Context: an optimization exercise on an open-source flow, tuned for small area. The choices shown serve that exercise and are no tape-out recipe.
Only simulation tests tie the RTL to the original design; equivalence was not proved.
Power and IR drop assume default switching activity.

==> design/flow/flow/run.sh <==
#!/bin/bash
# The standard ORFS layout (the standard.sh) with two changes:
#  - port buffers are buf_1 rather than the resizer's default pick
#  - clock tree built from clkbuf_8 with small sink clusters, no dummy loads
# ORFS writes each step's full log under orfs/logs/; make's own output goes
# to flow_make.log in this folder.
set -euo pipefail
export BUFFER_PORTS_ARGS="-buffer_cell sky130_fd_sc_hd__buf_1"
export CTS_ARGS="-sink_clustering_enable -repair_clock_nets -dont_use_dummy_load -buf_list sky130_fd_sc_hd__clkbuf_8 -sink_clustering_size 14 -sink_clustering_max_diameter 200"
bash standard.sh finish > flow_make.log 2>&1
==> design/flow/standard.sh <==
#!/bin/bash
# synth_recipe.tcl (not shown) runs the flow's synth.tcl, then flattens the netlist and writes it again
# the make line also repeats each setting of config.mk as NAME=value (left out here)
make -C /OpenROAD-flow-scripts/flow DESIGN_CONFIG=/design/flow/config.mk WORK_HOME=/design/flow/orfs CLKGATE_MAP_FILE= SYNTH_SCRIPT=/design/flow/synth_recipe.tcl "${@:-finish}"
==> design/flow/config.mk <==
export PLATFORM = sky130hd
export DESIGN_NAME = podlink_rx
export DESIGN_NICKNAME = podlink_rx
export VERILOG_FILES = /design/flow/design.v
export SDC_FILE = /design/flow/constraint.sdc
export NUM_CORES = 4
export LEC_CHECK = 0
export CAP_MARGIN = 20
export CORE_MARGIN = 2
export CORE_UTILIZATION = 65
export PLACE_DENSITY = 0.8
export SLEW_MARGIN = 20
==> design/flow/constraint.sdc <==
create_clock -name core_clock -period 8.0 [get_ports {clk}]
set_input_delay 1.6000 -clock core_clock [delete_from_list [all_inputs] [get_ports {clk}]]
set_output_delay 1.6000 -clock core_clock [all_outputs]
set_load 0.01 [all_outputs]
==> design/flow/design.v <==
module podlink_rx (
    input  wire         clk,
    input  wire         rst,             
    input  wire         cfg_dir,         
    input  wire         cfg_side,        
    input  wire         bit_en,          
    input  wire         bit_in,          
    output reg  [1:0]   rx_state,        
    output reg          frame_valid,     
    output wire [11:0]  frame_seq,
    output wire [47:0]  frame_hdr,
    output wire [47:0]  frame_mid,
    output wire [127:0] frame_payload,
    output reg  [31:0]  bad_frames,
    output reg  [15:0]  degraded_count,
    output reg  [15:0]  hunt_count
);
    localparam [9:0]  SYNC     = 10'b11_0000_0101;
    localparam [10:0] LF_T0    = 11'h199;      
    localparam [15:0] CRC_W    = 16'h0DAA;     
    localparam [15:0] CRC_S0   = 16'h447A;     
    localparam [1:0]  ST_HUNT  = 2'd0;
    localparam [1:0]  ST_GOOD  = 2'd1;
    localparam [1:0]  ST_DEGR  = 2'd2;
    localparam [1:0]  PH_SYNC  = 2'd0;         
    localparam [1:0]  PH_DATA  = 2'd2;         
    localparam [1:0]  PH_FCS   = 2'd3;         
    reg          bd;             
    reg          bed;            
    reg  [1:0]   phase;
    reg  [10:0]  lf;             
    reg  [223:0] sr;             
    reg  [15:0]  crc;
    reg          sync_ok;        
    wire         locked  = (rx_state != ST_HUNT);
    wire         t9      = lf[7] & lf[9];
    wire         t233    = ~lf[0] & ~lf[1] & ~lf[2] & lf[9] & ~lf[10];
    wire         t249    = lf[2] & lf[8] & lf[10];
    wire         scr_key = lf[10] ^ lf[8];
    wire         dbit    = bd ^ (scr_key & (phase == PH_DATA));
    wire         match   = ({sr[8:0], bd} == SYNC);
    wire [15:0]  crc_n   = {crc[14:0], 1'b0} ^ (crc[15] ? 16'h1021 : 16'h0000)
                                             ^ (bd ? CRC_W : 16'h0000);
    wire         fe      = bed & (phase == PH_FCS) & t249;    
    wire         hold9   = (phase == PH_SYNC) & t9 & !locked & !match;
    always @(posedge clk) begin
        bd  <= bit_in;
        bed <= bit_en & ~rst;
        if (bed && phase != PH_FCS)
            sr <= {sr[222:0], dbit};
        if (phase[1]) begin
            if (bed)
                crc <= crc_n;
        end else begin
            crc <= CRC_S0;
        end
        if (bed && phase == PH_SYNC && t9)
            sync_ok <= match;
        if (rst || fe)
            lf <= LF_T0;
        else if (bed && !hold9)
            lf <= {lf[9:0], scr_key};
        if (rst) begin
            phase <= PH_SYNC;
        end else if (bed) begin
            case (phase)
                PH_SYNC:  if (t9 && (locked || match)) phase <= PH_DATA;
                PH_DATA:  if (t233) phase <= PH_FCS;
                PH_FCS:   if (t249) phase <= PH_SYNC;
                default:  ;
            endcase
        end
    end
    reg  [11:0]  last_seq;       
    reg  [3:0]   run;            
    reg          run_bad;        
    wire         cand_valid = run_bad;
    assign frame_seq     = last_seq;
    assign frame_hdr     = sr[223:176];
    assign frame_mid     = sr[175:128];
    assign frame_payload = sr[127:0];
    wire [3:0]   f_type  = sr[223:220];
    wire [3:0]   f_seqlo = sr[219:216];
    wire         f_type_ok = cfg_dir ? (f_type <= 4'd1) : (f_type <= 4'd5);
    wire         hdr_ok  = f_type_ok && (crc_n[15:12] == {cfg_dir, cfg_side, 2'b00}) &&
                           (crc_n[3:0] == f_seqlo);
    wire         seq_hi_ok = (crc_n[11:4] == last_seq[11:4] +
                                             {7'd0, (f_seqlo <= last_seq[3:0])});
    wire         seq_ok  = hdr_ok && seq_hi_ok;
    wire         good    = sync_ok && seq_ok;
    wire         confirm = cand_valid && seq_ok && (f_seqlo == last_seq[3:0] + 4'd1);
    wire         same_run  = (run_bad == !good);
    wire [3:0]   run_n     = same_run ? run + 4'd1 : 4'd1;
    wire         judge_bad = fe && locked && !good;
    wire         to_degr   = judge_bad && rx_state == ST_GOOD && run_bad && run == 4'd2;
    wire         to_hunt   = judge_bad && run_bad && run == 4'd15;
    wire [32:0]  bf_c;
    wire [16:0]  dc_c;
    wire [16:0]  hc_c;
    assign bf_c[0] = judge_bad && !(&bad_frames);
    assign dc_c[0] = to_degr && !(&degraded_count);
    assign hc_c[0] = to_hunt && !(&hunt_count);
    genvar gi;
    generate
        for (gi = 0; gi < 32; gi = gi + 1) begin : g_bf
            if (gi == 15)
                assign bf_c[gi+1] = bf_c[0] & (&bad_frames[15:0]);
            else
                assign bf_c[gi+1] = bf_c[gi] & bad_frames[gi];
        end
        for (gi = 0; gi < 16; gi = gi + 1) begin : g_dh
            assign dc_c[gi+1] = dc_c[gi] & degraded_count[gi];
            assign hc_c[gi+1] = hc_c[gi] & hunt_count[gi];
        end
    endgenerate
    always @(posedge clk) begin
        bad_frames     <= (bad_frames ^ bf_c[31:0]) & {32{~rst}};
        degraded_count <= (degraded_count ^ dc_c[15:0]) & {16{~rst}};
        hunt_count     <= (hunt_count ^ hc_c[15:0]) & {16{~rst}};
    end
    always @(posedge clk) begin
        if (rst) begin
            rx_state       <= ST_HUNT;
            frame_valid    <= 1'b0;
            run_bad        <= 1'b0;
        end else begin
            frame_valid <= 1'b0;
            if (bed && phase == PH_SYNC && t9 && !locked && !match)
                run_bad <= 1'b0;
            if (fe) begin
                if (!locked || good)
                    last_seq <= crc_n[11:0];
                if (locked)
                    run <= run_n;
                if (!locked) begin
                    run_bad <= hdr_ok && !confirm;
                    if (confirm)
                        rx_state <= ST_GOOD;
                end else if (good) begin
                    frame_valid <= 1'b1;
                    run_bad     <= 1'b0;
                    if (rx_state == ST_DEGR && !run_bad && run == 4'd15)
                        rx_state <= ST_GOOD;
                end else begin
                    run_bad <= !to_hunt;
                    if (to_hunt)
                        rx_state <= ST_HUNT;
                    else if (to_degr)
                        rx_state <= ST_DEGR;
                end
            end
        end
    end
endmodule
==> summary.md, run 1 <==
| Metric | Value |
|---|---|
| Area contributors post-synth | `edfxtp_1 60%, dfxtp_1 16%, ha_1 7.2%, nor2b_1 3.6%, mux2i_1 1.6%` |
| Startpoint types | `register` |
| Initial antenna violation count | `0` |
| Synth top area share | `59.7%` |
| Number of I/O pins | `309` |
| TritonCTS Buffers | `28` |
| Pin count of the biggest net entering global routing | `81` |
| Share of post-route cells with drive strength above 1 | `4.42%` |
| Setup TNS | `0 ns` |
| Postcts setup bufs | `0` |
| Hold-fix buffers at CTS | `0` |
| Number of flops mapped to enable cells by yosys | `241` |
| Die area | `19800 um2` |
| Synth cell types | `53` |
| Final hold vios | `0` |
| Fmax | `156 MHz` |
| Main synth FF type | `edfxtp_1` |
| Count leader, synth | `edfxtp_1` |
| Hold slack | `0.433 ns` |
| Max cap viols | `0` |
| CP endpoint kind | `register` |
| Iteration-0 DRC count of the detailed router | `530` |
| Endpoints failing setup | `0` |
| Worst-skew pair later-pin latency | `0.56 ns` |
| First-pass GRT wire length | `35800 um` |
| Max Root-Sink Buffers | `3` |
| Chip height | `141 um` |
| ANT cells | `0` |
| Port bufs | `308` |
| H-Tree Level Count | `1` |
| Post-Synthesis Cells | `715` |
| Filler instances | `1108` |
| Syn Area/Cell | `16.9 um2` |
| Clk pwr share | `27.9%` |
| R2R setup slack | `1.58 ns` |
| DP Wirelength | `17000 um` |
| Post-route DRC | `0` |
| CP Buf/Inv Count | `0` |
| Core footprint | `18100 um2` |
| Clock Skew | `0.0392 ns` |
| Post_cts resized | `0` |
| Num Clock Sinks | `340` |
| Int Pwr | `0.00227 W` |
| ANT nets after route | `0` |
| PwrDens | `206 nW/um2` |
| Initial Util | `66.8%` |
| VDD IR-drop max | `0.184 mV` |
| Area grow syn2layout | `14.9%` |
| Crit path largest cell delay | `0.50 ns` |
| Clock Root Buffer | `clkbuf_8` |
| Switching pwr | `0.000599 W` |
| Die W | `141 um` |
| Pins Over Slew Limit | `0` |
| CP top delay family | `adder cells` |
| Slew HR | `37.8%` |
| Most used cell along the critical path | `ha_1` |
| RSZ-0062 raised after global routing | `no` |
| CP Max Fanout | `5` |
| Global Route Usage Sum | `23.3%` |
| CTS tree | `built` |
| Synthesized net count | `791` |
| Grt total ovfl | `0` |
| Status | `no timing/DRC/antenna violations` |
| Setup Crit Path Kind | `reg -> reg` |
| Total power | `0.00287 W` |
| WL per Instance | `18.9 um` |
| WP data required | `8.42 ns` |
| Seq pwr share | `68.3%` |
| Logic pwr share | `3.9%` |
| Crit share post-route | `80.2%` |
| Final GP Congestion | `0.825` |
| Number of global-route vias before repair | `6460` |
| Placed Cells | `1242` |
| DR vias/cell | `5.51` |
| P_leak | `5.19 nW` |
| Clk pin slew, worst setup/hold paths | `0.09 ns` |
| Drt first pass iters | `5` |
| DRT Wirelength | `23900 um` |
| Synth area leader | `edfxtp_1` |
| Post-route minimum period | `6.42 ns` |
| Number of cell rows | `49` |
| Sw Share | `20.9%` |
| Synth cell count leaders | `241 x edfxtp_1, 99 x dfxtp_1, 70 x ha_1, 70 x nor2b_1, 24 x nand2_1` |
| Worst-Margin Slew | `0.933 ns` |
| Worst min path class | `reg -> reg` |
| #FFs+latches synth | `340` |
| Vias | `7001` |
| Ys async rst share | `0%` |
| Final Non-Filler Cells | `1270` |
| Arrival @ worst endpoint | `6.84 ns` |
| CP max stage cell | `edfxtp_1` |
| Seq/Total Area, Yosys | `76.1%` |
| Syn Std Cell Area | `12100 um2` |
| Yosys warns | `1` |
| Final nets | `1119` |
-- path summary, 6_finish.rpt --
check | startpoint | end | depth (start not counted)
setup / recovery | sr[217] | bad_frames[30] | 31
hold / removal | sr[10] | sr[11] | 0
setup reg to reg | sr[217] | bad_frames[30] | 31
hold reg to reg | sr[10] | sr[11] | 0
-- cells by family (layout without fill, tap and decap cells) --
group | count (synthesis) | count (layout) | synth area share (%)
DFF | 340 | 340 | 76.1
and+or+nand+nor | 184 | 184 | 8.91
adders and majority gates | 70 | 70 | 7.23
xor gates and xnor gates | 37 | 37 | 2.96
AOI/OAI and AO/OA | 35 | 35 | 2.19
buffers and inverters | 29 | 355 | 0.970
muxes | 20 | 20 | 1.66
-- power groups by stage --
stage	logic, W	clock network [W]	registers [W]
2_1_floorplan	0.0000447	0	0.00202
3_3_place_gp	0.000110	0	0.00200
3_5_place_dp	0.000112	0	0.00200
5_1_grt	0.000120	0.000882	0.00197
6_report	0.000111	0.000801	0.00196
4_1_cts	0.000112	0.000825	0.00196
-- layout by cell type, fill, tap and decap left out, drive strengths merged, types with 5 or more instances in the layout --
cell type / Yosys / final
buf: 3 / 312
inv: 14 / 14
xnor2: 20 / 20
ha: 70 / 70
o21ai: 6 / 6
nand2: 24 / 24
edfxtp: 241 / 241
nand3: 13 / 13
nor4: 7 / 7
nand2b: 6 / 6
nor2: 21 / 21
mux2i: 19 / 19
and4: 5 / 5
xor2: 15 / 15
nor2b: 70 / 70
nand4: 19 / 19
clkbuf: 12 / 29
a21oi: 10 / 10
dfxtp: 99 / 99
-- state kept, by name, summed over array words and instances, names as in the netlist --
name / flops
bad_frames: 32
bd: 1
bed: 1
crc: 16
degraded_count: 16
frame_valid: 1
hunt_count: 16
last_seq: 12
lf: 11
phase: 2
run: 4
run_bad: 1
rx_state: 2
sr: 224
sync_ok: 1
-- per-stage QoR --
| stage | util (%) | worst slack [ns] | cell area [um2] |
|---|---|---|---|
| floorplan | - | 1.16 | 12100 |
| global placement | 74.6 | 1.61 | 13500 |
| detailed placement | 74.6 | 1.50 | 13500 |
| CTS | 76.7 | 1.56 | 13900 |
| global route | 76.7 | 1.18 | 13900 |
| finish | 76.7 | 1.58 | 13900 |
-- worst register-to-register path, delay by kind of cell, from the launching register on --
family	cells	cell delay [ns]
AND/OR/NAND/NOR	8	1.37
flip-flops	1	0.50
adder cells (fa/ha/maj)	18	3.60
XOR/XNOR	1	0.30
AO/OA/AOI/OAI	4	0.54
-- layer usage --
metal / share of wire [%] / wire, um / vias up / global-route usage, %
met3: 8.4 / 2000 / 46 / 6.05
met1: 42 / 9980 / 3360 / 31.7
li1: - / - / 3273 / -
met5: 0 / 0 / - / 0
met2: 47 / 11400 / 322 / 38.0
met4: 2.4 / 584 / 0 / 6.47
-- layout make-up --
class,count,area (um2),share of cell area (%)
well taps,229,287,2.06
inverters,14,52.6,0.377
repair buffers,313,1190,8.58
multi-input cells,346,2790,20.0
clock buffers,28,385,2.77
flip-flops and latches,340,9220,66.2
==> run 2: changes to the inputs <==
--- a/design/flow/config.mk
+++ b/design/flow/config.mk
@@ -7,6 +7,6 @@
 export LEC_CHECK = 0
 export CAP_MARGIN = 20
 export CORE_MARGIN = 2
-export CORE_UTILIZATION = 65
-export PLACE_DENSITY = 0.8
+export CORE_UTILIZATION = 40
+export PLACE_DENSITY = 0.6
 export SLEW_MARGIN = 20
==> summary.md, run 2 <==
| Metric | Value |
|---|---|
| Total power | `0.00290 W` |
| Crit path largest cell delay | `0.49 ns` |
| Area contributors post-synth | `edfxtp_1 60%, dfxtp_1 16%, ha_1 7.2%, nor2b_1 3.6%, mux2i_1 1.6%` |
| Largest regs | `sr x224, bad_frames x32` |
| WP data required | `8.42 ns` |
| Area grow syn2layout | `16.6%` |
| Max cap viols | `0` |
| Worst-skew pair later-pin latency | `0.58 ns` |
| Post-Synthesis Cells | `715` |
| Largest family of logic cells by synthesized area | `simple AND/OR/NAND/NOR gates` |
| Multi-input gate area | `2780 um2` |
| Levels on crit path | `31` |
| Number of flops mapped to enable cells by yosys | `241` |
| Hold-fix buffers at CTS | `0` |
| Slew HR | `29.1%` |
| PwrDens | `205 nW/um2` |
| Drt first pass iters | `4` |
| Status | `no timing/DRC/antenna violations` |
| CP Buf/Inv Count | `0` |
| Fmax | `157 MHz` |
| Sw Share | `21.6%` |
| ANT cells | `0` |
| First-pass GRT wire length | `36300 um` |
| Share of post-route cells with drive strength above 1 | `4.23%` |
| Crit share post-route | `79.7%` |
| RSZ-0062 raised after global routing | `no` |
| Num Clock Sinks | `340` |
| Switching pwr | `0.000627 W` |
| Simple-gate share of the synthesized area | `8.91%` |
| Chip height | `178 um` |
| CP startpoint | `sr[217]` |
| Post-synthesis adder-cell area fraction | `7.23%` |
| VDD IR-drop max | `0.147 mV` |
| Final nets | `1118` |
| Final GP Congestion | `0.746` |
| ANT nets after route | `0` |
| Core footprint | `29700 um2` |
| Initial antenna violation count | `0` |
| Max Root-Sink Buffers | `3` |
| Post-route minimum period | `6.38 ns` |
| Initial Util | `40.8%` |
| Endpoints failing setup | `0` |
| Post-Synth XOR/XNOR Area | `2.96%` |
| Global Route Usage Sum | `14.7%` |
| DP Wirelength | `17200 um` |
| Synth cell types | `53` |
| Most used cell along the critical path | `ha_1` |
| Setup Crit Path Kind | `reg -> reg` |
| TritonCTS Buffers | `28` |
| Int Pwr | `0.00227 W` |
| R2R setup slack | `1.62 ns` |
| R2r startpoint | `sr[217]` |
| Postcts setup bufs | `0` |
| Startpoint types | `register` |
| H-Tree Level Count | `1` |
| Die W | `178 um` |
| Clk pin slew, worst setup/hold paths | `0.09 ns` |
| Hold Path Stages | `0` |
| Filler instances | `2657` |
| Synth area leader | `edfxtp_1` |
| Iteration-0 DRC count of the detailed router | `388` |
| Yosys warns | `1` |
| Synth Area in Compound Gates | `2.19%` |
| Synth top area share | `59.7%` |
| Synth cell count leaders | `241 x edfxtp_1, 99 x dfxtp_1, 70 x ha_1, 70 x nor2b_1, 24 x nand2_1` |
| Pin count of the biggest net entering global routing | `151` |
| DR vias/cell | `4.79` |
| Arrival @ worst endpoint | `6.80 ns` |
| Number of cell rows | `63` |
| Reg2Reg Capture Point | `bad_frames[30]` |
| Vias | `6846` |
| #FFs+latches synth | `340` |
| Seq/Total Area, Yosys | `76.1%` |
| Final hold vios | `0` |
| Final Util | `47.5%` |
| Port bufs | `308` |
| Syn Area/Cell | `16.9 um2` |
| Mux cell area share after synthesis | `1.66%` |
| Worst-Margin Slew | `1.06 ns` |
| Number of I/O pins | `309` |
| Count leader, synth | `edfxtp_1` |
| Max FFs per register | `224` |
| Number of global-route vias before repair | `6415` |
| CTS tree | `built` |
| Synthesized net count | `791` |
| Worst min path class | `reg -> reg` |
| R2R cell count | `31` |
| CP Capture Point | `bad_frames[30]` |
| Ys async rst share | `0%` |
| Biggest register | `sr` |
| CP max stage cell | `edfxtp_1` |
| Clock Skew | `0.0578 ns` |
| WL per Instance | `17.3 um` |
| Grt total ovfl | `0` |
| Post_cts resized | `0` |
| Setup TNS | `0 ns` |
| Clock Root Buffer | `clkbuf_8` |
| Commonest non-fill, non-tap cell in the layout | `buf_1` |
| Clk pwr share | `28.6%` |
| FF/Latch Area | `9220 um2` |
| P_leak | `5.18 nW` |
| CP top delay family | `adder cells` |
| Seq pwr share | `67.6%` |
| CP endpoint kind | `register` |
| Syn Std Cell Area | `12100 um2` |
| CP Max Fanout | `5` |
| DRT Wirelength | `24800 um` |
| Logic pwr share | `3.8%` |
| Most used cells in the layout excluding fill and tap cells | `307 x buf_1, 241 x edfxtp_1, 99 x dfxtp_1, 70 x nor2b_1, 70 x ha_1` |
| Die area | `31700 um2` |
| Main synth FF type | `edfxtp_1` |
| Post-route DRC | `0` |
| Pins Over Slew Limit | `0` |
==> run 2: cell counts after synthesis <==
No cell type changed its count.
==> run 2: cell type report <==
cell class	count	area share (%)
Multi-Input combinational cell	346	19.7
Tap cell	390	3.45
Inverter	14	0.372
Sequential cell	340	65.2
Timing Repair Buffer	312	8.49
Clock buffer	28	2.73
==> run 2: how the worst min path moves through the flow <==
stage                       from      to  slack [ns]
after floorplan            lf[3]   lf[4]        0.44
after global placement    sr[84]  sr[85]        0.43
after detailed placement  sr[65]  sr[66]        0.43
after CTS                 sr[16]  sr[17]        0.44
after global routing      sr[68]  sr[69]        0.46
final                     sr[67]  sr[68]        0.45
==> run 2: through the flow <==
step	instance area, um2	hold slack, ns	setup slack, ns	std cells
final	14100	0.445	1.62	1430
after global placement	13700	0.425	1.52	1401
after CTS	14100	0.438	1.60	1430
after detailed placement	13700	0.430	1.44	1402
after floorplan	12100	0.441	1.16	715
after global routing	14100	0.460	1.10	1430
==> run 2: power by group through the flow <==
stage / clock network [W] / logic [W] / registers, W
6_report: 0.000830 / 0.000111 / 0.00196
5_1_grt: 0.000929 / 0.000122 / 0.00197
3_5_place_dp: 0 / 0.000114 / 0.00200
4_1_cts: 0.000878 / 0.000114 / 0.00196
2_1_floorplan: 0 / 0.0000447 / 0.00202
3_3_place_gp: 0 / 0.000114 / 0.00200
==> run 2: cells by family after synthesis <==
| kind of cell | after synthesis |
|---|---|
| DFF | 340 |
| muxes | 20 |
| adders and majority gates | 70 |
| xor gates and xnor gates | 37 |
| and+or+nand+nor | 184 |
| buffers and inverters | 29 |
| AOI/OAI and AO/OA | 35 |
==> run 2: routing by layer <==
layer  track usage (%)  vias to the layer above  part of all wire, %
met4              4.61                        0                  2.8
met1              20.4                     3339                   44
met3              3.13                       37                  5.8
li1                  -                     3269                    -
met5                 0                        -                    0
met2              23.1                      201                   47
==> run 3: changes to the inputs <==
--- a/design/flow/flow/run.sh
+++ b/design/flow/flow/run.sh
@@ -6,5 +6,5 @@
 # to flow_make.log in this folder.
 set -euo pipefail
 export BUFFER_PORTS_ARGS="-buffer_cell sky130_fd_sc_hd__buf_1"
-export CTS_ARGS="-sink_clustering_enable -repair_clock_nets -dont_use_dummy_load -buf_list sky130_fd_sc_hd__clkbuf_8 -sink_clustering_size 14 -sink_clustering_max_diameter 200"
+export CTS_ARGS="-sink_clustering_enable -repair_clock_nets -dont_use_dummy_load -buf_list sky130_fd_sc_hd__clkbuf_8 -sink_clustering_size 18 -sink_clustering_max_diameter 200"
 bash standard.sh finish > flow_make.log 2>&1
--- a/design/flow/config.mk
+++ b/design/flow/config.mk
@@ -7,6 +7,6 @@
 export LEC_CHECK = 0
 export CAP_MARGIN = 20
 export CORE_MARGIN = 2
-export CORE_UTILIZATION = 40
-export PLACE_DENSITY = 0.6
+export CORE_UTILIZATION = 65
+export PLACE_DENSITY = 0.8
 export SLEW_MARGIN = 20
==> summary.md, run 3 <==
| Metric | Value |
|---|---|
| Chip height | `141 um` |
| Die W | `141 um` |
| Biggest register | `sr` |
| Setup Crit Path Kind | `reg -> reg` |
| Area grow syn2layout | `14.2%` |
| Num Clock Sinks | `340` |
| Seq/Total Area, Yosys | `76.1%` |
| Status | `no timing/DRC/antenna violations` |
| Post-route minimum period | `6.42 ns` |
| CP endpoint kind | `register` |
| Startpoint types | `register` |
| CP Capture Point | `bad_frames[30]` |
| Fin worst setup slack | `1.58 ns` |
| Worst min path class | `reg -> reg` |
| Most used cells in the layout excluding fill and tap cells | `307 x buf_1, 241 x edfxtp_1, 99 x dfxtp_1, 70 x nor2b_1, 70 x ha_1` |
| Post-Synthesis Cells | `715` |
| Worst-Margin Slew | `0.938 ns` |
| Crit path largest cell delay | `0.50 ns` |
| Synth top area share | `59.7%` |
| Number of global-route vias before repair | `6397` |
| VDD IR-drop max | `0.191 mV` |
| Die area | `19800 um2` |
| Final GP Congestion | `0.825` |
| Commonest non-fill, non-tap cell in the layout | `buf_1` |
| Post_cts resized | `0` |
| CP max stage cell | `edfxtp_1` |
| Endpoints failing setup | `0` |
| Pins Over Slew Limit | `0` |
| R2R setup slack | `1.58 ns` |
| Max cap viols | `0` |
| Hold slack | `0.443 ns` |
| Pin count of the biggest net entering global routing | `81` |
| CP startpoint | `sr[217]` |
| Hold-fix buffers at CTS | `0` |
| DP Wirelength | `17000 um` |
| Most used cell along the critical path | `ha_1` |
| Vias | `6959` |
| Largest regs | `sr x224, bad_frames x32` |
| Port bufs | `308` |
| Initial antenna violation count | `0` |
| WP data required | `8.41 ns` |
| RSZ-0062 raised after global routing | `no` |
| Number of I/O pins | `309` |
| Final hold vios | `0` |
| Share of post-route cells with drive strength above 1 | `3.86%` |
| Postcts setup bufs | `0` |
| Post-route DRC | `0` |
| CTS tree | `built` |
| PwrDens | `202 nW/um2` |
| Synth area leader | `edfxtp_1` |
| H-Tree Level Count | `1` |
| Count leader, synth | `edfxtp_1` |
| #FFs+latches synth | `340` |
| Drt first pass iters | `5` |
| Area contributors post-synth | `edfxtp_1 60%, dfxtp_1 16%, ha_1 7.2%, nor2b_1 3.6%, mux2i_1 1.6%` |
| Clock Root Buffer | `clkbuf_8` |
| Yosys warns | `1` |
| WL per Instance | `18.8 um` |
| Syn Std Cell Area | `12100 um2` |
| DR vias/cell | `5.51` |
| Syn Area/Cell | `16.9 um2` |
| TritonCTS Buffers | `22` |
| DP Worst Slack | `1.50 ns` |
| Reg2Reg Capture Point | `bad_frames[30]` |
| ANT cells | `0` |
| First-pass GRT wire length | `35400 um` |
| Crit share post-route | `80.2%` |
| Initial Util | `66.8%` |
| DRT Wirelength | `23700 um` |
| R2r startpoint | `sr[217]` |
| Arrival @ worst endpoint | `6.83 ns` |
| Final Util | `76.3%` |
| Core footprint | `18100 um2` |
| ANT nets after route | `0` |
| Ys async rst share | `0%` |
| Slew HR | `37.4%` |
| CP Max Fanout | `5` |
| Iteration-0 DRC count of the detailed router | `530` |
| Synth cell types | `53` |
| Clock Skew | `0.0326 ns` |
| Synthesized net count | `791` |
| Number of flops mapped to enable cells by yosys | `241` |
| Filler instances | `1133` |
| Final nets | `1113` |
| Number of cell rows | `49` |
| Grt total ovfl | `0` |
| R2R cell count | `31` |
| Layout Cell Area excl Fill | `13800 um2` |
| Area post-placement | `13500 um2` |
| Fmax | `156 MHz` |
| Setup TNS | `0 ns` |
| Max FFs per register | `224` |
| Max Root-Sink Buffers | `3` |
| Main synth FF type | `edfxtp_1` |
| Global Route Usage Sum | `23.1%` |
| Worst-skew pair later-pin latency | `0.54 ns` |
| Synth cell count leaders | `241 x edfxtp_1, 99 x dfxtp_1, 70 x ha_1, 70 x nor2b_1, 24 x nand2_1` |
| Clk pin slew, worst setup/hold paths | `0.11 ns` |
| P_leak | `5.14 nW` |
==> run 3: cell counts after synthesis <==
No cell type changed its count.
==> run 3: worst min-delay path by stage <==
stage / start / endpoint / slack, ns / depth (start not counted)
floorplan: lf[3] / lf[4] / 0.44 / 2
global placement: sr[185] / sr[186] / 0.43 / 0
detailed placement: sr[199] / sr[200] / 0.43 / 0
CTS: sr[39] / sr[40] / 0.45 / 0
global route: sr[39] / sr[40] / 0.45 / 0
finish: sr[10] / sr[11] / 0.44 / 0
==> run 3: worst max-delay path: cells and delay by family (launching register included) <==
| family | cells | cell delay (ns) |
|---|---|---|
| adders and majority gates | 18 | 3.62 |
| and+or+nand+nor | 8 | 1.36 |
| AOI/OAI and AO/OA | 4 | 0.54 |
| DFF | 1 | 0.50 |
| xor gates and xnor gates | 1 | 0.29 |
==> run 3: routing by layer <==
| metal | share of wire (%) | track usage, % |
|---|---|---|
| met4 | 2.6 | 6.37 |
| met3 | 7.9 | 5.47 |
| met5 | 0 | 0 |
| met2 | 48 | 38.0 |
| met1 | 42 | 31.4 |
==> run 3: cells by family (layout without fill, tap and decap cells) <==
group,Yosys count,in the layout,synth area share (%)
AO/OA/AOI/OAI,35,35,2.19
XOR/XNOR,37,37,2.96
adder cells (fa/ha/maj),70,70,7.23
buffers and inverters,29,349,0.970
flip-flops,340,340,76.1
multiplexers,20,20,1.66
AND/OR/NAND/NOR,184,184,8.91
==> run 3: stage by stage <==
step           std cells  total power [W]
2_1_floorplan        715          0.00207
3_3_place_gp        1241          0.00211
3_5_place_dp        1242          0.00211
4_1_cts             1264          0.00281
5_1_grt             1264          0.00288
6_report            1264          0.00279
==> run 3: final cells by class <==
cell class                 instances  area, um2  share of cell area, %
sequential                       340       9220                   66.6
multi-input combinational        346       2790                   20.1
timing repair buffer             313       1190                   8.63
clock buffer                      22        303                   2.19
tap                              229        287                   2.07
inverter                          14       52.6                  0.380
==> run 3: report_power, final <==
| group | internal (W) | switching, W |
|---|---|---|
| sequential | 0.00193 | 0.0000292 |
| combinational | 0.0000294 | 0.0000811 |
| clock | 0.000249 | 0.000471 |
==> run 4: changes to the inputs <==
==> design/flow/flow/run.sh (replaced) <==
#!/bin/bash
# The standard ORFS layout (the standard.sh) with two changes:
#  - port buffers are buf_1 rather than the resizer's default pick
#  - clock tree built from clkbuf_4 with small sink clusters, no dummy loads
# ORFS writes each step's full log under orfs/logs/; make's own output goes
# to flow_make.log in this folder.
set -euo pipefail
export BUFFER_PORTS_ARGS="-buffer_cell sky130_fd_sc_hd__buf_1"
export CTS_ARGS="-sink_clustering_enable -repair_clock_nets -dont_use_dummy_load -buf_list sky130_fd_sc_hd__clkbuf_4 -sink_clustering_size 10 -sink_clustering_max_diameter 200"
bash standard.sh finish > flow_make.log 2>&1
==> summary.md, run 4 <==
| Metric | Value |
|---|---|
| Setup TNS | `0 ns` |
| Die area | `19800 um2` |
| Total power | `0.00279 W` |
| Count leader, synth | `edfxtp_1` |
| Startpoint types | `register` |
| Worst-Margin Slew | `0.921 ns` |
| Biggest register | `sr` |
| Max FFs per register | `224` |
| Largest regs | `sr x224, bad_frames x32` |
| Setup Crit Path Kind | `reg -> reg` |
| Most used cell along the critical path | `ha_1` |
| WP data required | `8.45 ns` |
| Initial antenna violation count | `0` |
| Final hold vios | `0` |
| Syn Area/Cell | `16.9 um2` |
| VDD IR-drop max | `0.159 mV` |
| Port bufs | `308` |
| Postcts setup bufs | `0` |
| Arrival @ worst endpoint | `6.91 ns` |
| Pin count of the biggest net entering global routing | `81` |
| Iteration-0 DRC count of the detailed router | `486` |
| WL per Instance | `18.7 um` |
| Area contributors post-synth | `edfxtp_1 60%, dfxtp_1 16%, ha_1 7.2%, nor2b_1 3.6%, mux2i_1 1.6%` |
| Worst-skew pair later-pin latency | `0.61 ns` |
| Core footprint | `18100 um2` |
| Chip height | `141 um` |
| Ys async rst share | `0%` |
| Max Root-Sink Buffers | `3` |
| DR vias/cell | `5.53` |
| Post-Synthesis Cells | `715` |
| Crit path largest cell delay | `0.51 ns` |
| Number of global-route vias before repair | `6520` |
| Hold-fix buffers at CTS | `0` |
| Seq/Total Area, Yosys | `76.1%` |
| Syn Std Cell Area | `12100 um2` |
| Logic pwr share | `4.0%` |
| Pins Over Slew Limit | `0` |
| Main synth FF type | `edfxtp_1` |
| Vias | `7088` |
| Synthesized net count | `791` |
| Max cap viols | `0` |
| CTS tree | `built` |
| Num Clock Sinks | `340` |
| Number of flops mapped to enable cells by yosys | `241` |
| Sw Share | `21.5%` |
| DP Wirelength | `17000 um` |
| Drt first pass iters | `5` |
| TritonCTS Buffers | `39` |
| Synth area leader | `edfxtp_1` |
| Area grow syn2layout | `14.2%` |
| Clk pin slew, worst setup/hold paths | `0.10 ns` |
| Synth cell types | `53` |
| Clk pwr share | `25.7%` |
| ANT cells | `0` |
| Endpoints failing setup | `0` |
| Final nets | `1130` |
| #FFs+latches synth | `340` |
| Final GP Congestion | `0.825` |
| Initial Util | `66.8%` |
| ANT nets after route | `0` |
| CP max stage cell | `edfxtp_1` |
| Switching pwr | `0.000599 W` |
| P_leak | `5.17 nW` |
| Yosys warns | `1` |
| Commonest non-fill, non-tap cell in the layout | `buf_1` |
| Clock Skew | `0.0328 ns` |
| Post_cts resized | `0` |
| Post-route minimum period | `6.46 ns` |
| Synth top area share | `59.7%` |
| Global Route Usage Sum | `23.6%` |
| Most used cells in the layout excluding fill and tap cells | `307 x buf_1, 241 x edfxtp_1, 99 x dfxtp_1, 70 x nor2b_1, 70 x ha_1` |
| Int Pwr | `0.00219 W` |
| Status | `no timing/DRC/antenna violations` |
| First-pass GRT wire length | `35900 um` |
| Slew HR | `38.6%` |
| Share of post-route cells with drive strength above 1 | `5.42%` |
| RSZ-0062 raised after global routing | `no` |
| Fmax | `155 MHz` |
| Worst min path class | `reg -> reg` |
| Number of cell rows | `49` |
| DRT Wirelength | `24000 um` |
| Clock Root Buffer | `clkbuf_4` |
| Crit share post-route | `80.7%` |
| Grt total ovfl | `0` |
| Die W | `141 um` |
| CP Max Fanout | `5` |
| Number of I/O pins | `309` |
| H-Tree Level Count | `2` |
| Seq pwr share | `70.4%` |
| Post-route DRC | `0` |
| PwrDens | `202 nW/um2` |
| CP endpoint kind | `register` |
| Synth cell count leaders | `241 x edfxtp_1, 99 x dfxtp_1, 70 x ha_1, 70 x nor2b_1, 24 x nand2_1` |
==> run 4: cell counts after synthesis <==
No cell type changed its count.
==> run 4: through the flow <==
step           utilization [%]  hold WS [ns]  setup slack, ns  area (um2)  std cells
4_1_cts                   76.2         0.452             1.52       13800       1281
3_5_place_dp              74.6         0.430             1.50       13500       1242
2_1_floorplan                -         0.441             1.16       12100        715
5_1_grt                   76.2         0.459             1.13       13800       1281
6_report                  76.2         0.446             1.54       13800       1281
3_3_place_gp              74.6         0.428             1.61       13500       1241
==> run 4: area by class of cell <==
type                            instances  area (um2)
Clock buffer                           39         293
Fill cell                            1144        4310
Inverter                               14        52.6
Multi-Input combinational cell        346        2790
Sequential cell                       340        9220
Tap cell                              229         287
Timing Repair Buffer                  313        1190
==> run 4: cell families after synthesis <==
family / count (synthesis) / share of synthesized area (%)
buffers and inverters: 29 / 0.970
muxes: 20 / 1.66
AOI/OAI and AO/OA: 35 / 2.19
DFF: 340 / 76.1
xor gates and xnor gates: 37 / 2.96
and+or+nand+nor: 184 / 8.91
adders and majority gates: 70 / 7.23
==> run 4: power by group through the flow <==
stage	logic (W)	clock network (W)	registers (W)
global route	0.000120	0.000798	0.00197
floorplan	0.0000447	0	0.00202
global placement	0.000110	0	0.00200
CTS	0.000112	0.000744	0.00196
finish	0.000110	0.000715	0.00196
detailed placement	0.000112	0	0.00200
==> run 4: path summary, 6_finish.rpt <==
kind / startpoint / to / slack, ns / depth (start not counted)
worst max-delay path: sr[217] / bad_frames[30] / 1.54 / 31
worst min-delay path: sr[62] / sr[63] / 0.45 / 0
worst max register to register: sr[217] / bad_frames[30] / 1.54 / 31
worst min register to register: sr[62] / sr[63] / 0.45 / 0
==> run 4: routing by layer <==
metal  up-vias  routed length, um  global-route usage (%)
met3        54               2030                    6.09
met4         0                680                    8.47
met1      3415               9900                    31.8
met5         -                  0                       0
li1       3310                  -                       -
met2       309              11400                    37.9
==> run 4: worst max-delay path: cells and delay by family (launching register included) <==
kind,cells,cell delay [ns]
simple gates,8,1.37
flops,1,0.51
compound gates,4,0.53
fa+ha+maj,18,3.59
xor+xnor,1,0.29
==> run 5: changes to the inputs <==
--- a/design/flow/config.mk
+++ b/design/flow/config.mk
@@ -7,6 +7,6 @@
 export LEC_CHECK = 0
 export CAP_MARGIN = 20
 export CORE_MARGIN = 2
-export CORE_UTILIZATION = 65
-export PLACE_DENSITY = 0.8
+export CORE_UTILIZATION = 80
+export PLACE_DENSITY = 0.9
 export SLEW_MARGIN = 20
==> summary.md, run 5 <==
| Metric | Value |
|---|---|
| Number of global-route vias before repair | `8187` |
| Worst-Margin Slew | `1.10 ns` |
| Postcts setup bufs | `0` |
| Clock Root Buffer | `clkbuf_4` |
| Core footprint | `14600 um2` |
| TritonCTS Buffers | `39` |
| Number of flops mapped to enable cells by yosys | `241` |
| ANT cells | `0` |
| Endpoints failing setup | `0` |
| Die area | `16100 um2` |
| Max Root-Sink Buffers | `3` |
| Global Route Usage Sum | `40.9%` |
| Number of cell rows | `44` |
| Initial Util | `82.7%` |
| R2R cell count | `31` |
| CP max stage cell | `edfxtp_1` |
| Setup Crit Path Kind | `reg -> reg` |
| First-pass GRT wire length | `49100 um` |
| Syn Area/Cell | `16.9 um2` |
| Post_cts resized | `0` |
| Synth cell types | `53` |
| CP Buf/Inv Count | `0` |
| Post-Synthesis Cells | `715` |
| Placed Cells | `1196` |
| Post-route DRC | `0` |
| Synth cell count leaders | `241 x edfxtp_1, 99 x dfxtp_1, 70 x ha_1, 70 x nor2b_1, 24 x nand2_1` |
| Chip height | `127 um` |
| Multi-input gate area | `2790 um2` |
| Total power | `0.00285 W` |
| Final Non-Filler Cells | `1235` |
| Seq/Total Area, Yosys | `76.1%` |
| R2R setup slack | `1.02 ns` |
| CP endpoint kind | `register` |
| Startpoint types | `register` |
| Crit path largest cell delay | `0.53 ns` |
| P_leak | `5.16 nW` |
| Final hold vios | `0` |
| Ys async rst share | `0%` |
| Hold EP | `sr[129]` |
| CP Max Fanout | `5` |
| H-Tree Level Count | `2` |
| Syn Std Cell Area | `12100 um2` |
| Clk pin slew, worst setup/hold paths | `0.11 ns` |
| Drt first pass iters | `9` |
| PwrDens | `207 nW/um2` |
| Synth area leader | `edfxtp_1` |
| Arrival @ worst endpoint | `7.51 ns` |
| Hold_sp | `sr[128]` |
| Count leader, synth | `edfxtp_1` |
| Fmax | `143 MHz` |
| Die W | `127 um` |
| Yosys warns | `1` |
| Synth top area share | `59.7%` |
| Most used cells in the layout excluding fill and tap cells | `307 x buf_1, 241 x edfxtp_1, 99 x dfxtp_1, 70 x nor2b_1, 70 x ha_1` |
| CTS tree | `built` |
| Worst-skew pair later-pin latency | `0.66 ns` |
| Worst min path class | `reg -> reg` |
| VDD IR-drop max | `0.165 mV` |
| DP Wirelength | `20800 um` |
| Max FFs per register | `224` |
| ANT nets after route | `0` |
| Commonest non-fill, non-tap cell in the layout | `buf_1` |
| Pin count of the biggest net entering global routing | `88` |
| Pins Over Slew Limit | `0` |
| Num Clock Sinks | `340` |
| Reg2Reg Capture Point | `bad_frames[30]` |
| #FFs+latches synth | `340` |
| WL per Instance | `26.8 um` |
| Slew HR | `26.6%` |
| Final nets | `1129` |
| Initial antenna violation count | `0` |
| Hold Path Stages | `0` |
| Vias | `8207` |
| DRT Wirelength | `33100 um` |
| Share of post-route cells with drive strength above 1 | `5.33%` |
| Area contributors post-synth | `edfxtp_1 60%, dfxtp_1 16%, ha_1 7.2%, nor2b_1 3.6%, mux2i_1 1.6%` |
| FF/Latch Area | `9220 um2` |
| Setup TNS | `0 ns` |
| Hold-fix buffers at CTS | `0` |
| Filler instances | `416` |
| Grt total ovfl | `0` |
| Status | `no timing/DRC/antenna violations` |
| Most used cell along the critical path | `ha_1` |
| Final GP Congestion | `0.843` |
| Clock Skew | `0.0504 ns` |
| Biggest register | `sr` |
| Post-route minimum period | `6.98 ns` |
| RSZ-0062 raised after global routing | `no` |
| WP data required | `8.52 ns` |
| DR vias/cell | `6.65` |
| Main synth FF type | `edfxtp_1` |
| Crit share post-route | `87.3%` |
| CP top delay family | `adder cells` |
| R2r startpoint | `sr[217]` |
| Synthesized net count | `791` |
| Port bufs | `308` |
| Area grow syn2layout | `13.6%` |
| Max cap viols | `0` |
| Largest regs | `sr x224, bad_frames x32` |
| Number of I/O pins | `309` |
| Iteration-0 DRC count of the detailed router | `1248` |
-- run 5: cell counts after synthesis --
No cell type changed its count.
-- run 5: worst max-delay path by stage --
| stage | from | end | slack [ns] | depth (start not counted) |
|---|---|---|---|---|
| after floorplan | bed | sr[0] | 1.16 | 3 |
| after global placement | cfg_dir | bad_frames[30] | 1.63 | 24 |
| after global routing | last_seq[1] | bad_frames[30] | 0.71 | 32 |
| after CTS | sr[217] | bad_frames[30] | 1.08 | 31 |
| final | sr[217] | bad_frames[30] | 1.02 | 31 |
| after detailed placement | sr[217] | bad_frames[30] | 1.18 | 31 |
-- run 5: layout make-up --
cell class              instances  area share [%]
multi-input cells             346            20.2
inverters                      14           0.382
clock buffers                  39            2.13
flip-flops and latches        340            67.0
well taps                     184            1.67
repair buffers                312            8.62
-- run 5: layer usage --
| layer | global-route usage, % | vias up | share of wire [%] | routed length, um |
|---|---|---|---|---|
| met5 | 0 | - | 0 | 0 |
| met4 | 22.1 | 0 | 6.2 | 2060 |
| li1 | - | 3313 | - | - |
| met1 | 48.9 | 3877 | 32 | 10600 |
| met3 | 7.58 | 172 | 11 | 3580 |
| met2 | 71.3 | 845 | 51 | 16900 |
-- run 5: logic make-up (layout without fill, tap and decap cells) --
group           after synthesis  after routing  synth area share [%]
fa+ha+maj                    70             70                  7.23
buf+inv                      29            365                 0.970
simple gates                184            184                  8.91
xor+xnor                     37             37                  2.96
flops                       340            340                  76.1
mux                          20             20                  1.66
compound gates               35             35                  2.19
-- run 5: worst register-to-register path, delay by kind of cell, from the launching register on --
kind / cells / cell delay [ns]
fa+ha+maj: 18 / 3.75
simple gates: 8 / 1.51
xor+xnor: 1 / 0.27
compound gates: 4 / 0.79
flops: 1 / 0.53
-- run 5: power by group --
group | switching (W) | internal, W | total (W)
logic | 0.0000895 | 0.0000296 | 0.000119
clock network | 0.000536 | 0.000227 | 0.000762
registers | 0.0000363 | 0.00193 | 0.00197
total | 0.000662 | 0.00219 | 0.00285
-- run 5: per-stage QoR --
stage	utilization, %	hold WS, ns	instance area (um2)	worst slack [ns]
after floorplan	-	0.441	12100	1.16
after global placement	92.0	0.429	13500	1.63
after detailed placement	92.0	0.431	13500	1.18
after CTS	94.0	0.453	13800	1.08
after global routing	94.0	0.463	13800	0.714
final	94.0	0.462	13800	1.02

## re-timing with driven ports
The results above use ideal ports. As a check the final layouts listed here were re-extracted and re-timed, cells and wires unchanged. Step 1 sets driving cells, clkbuf_16 on the clock port and buf_2 on the other inputs (assumed; they add their load-dependent delay and slew). Step 2 moves the port delays by t, midway between the first and last clock arrival at a register: inputs arrive t later, outputs are due t later. That takes back most of the time a late clock gives input paths. a / b / c = ideal ports / drivers / drivers and shift; a / b = the first two.
run	t (ns)	slack for setup (ns)	hold WS [ns]	worst setup path at the end	clock arrival spread, ns
run 1	0.575	1.584 / 1.584 / 1.488	0.433 / 0.433 / 0.433	input to register	0.040 / 0.040
run 2	0.587	1.621 / 1.621 / 1.474	0.445 / 0.445 / 0.445	input to register	0.058 / 0.058
run 3	0.561	1.583 / 1.583 / 1.487	0.443 / 0.443 / 0.443	input to register	0.033 / 0.033
run 4	0.635	1.543 / 1.543 / 1.476	0.446 / 0.446 / 0.446	input to register	0.037 / 0.037
run 5	0.673	1.017 / 1.017 / 1.017	0.462 / 0.462 / 0.462	register to register	0.057 / 0.057
After both steps every run listed still meets setup and hold. The setup slack of run 2, which loses most, moves by 0.000 ns with the drivers and by -0.147 ns with both steps.
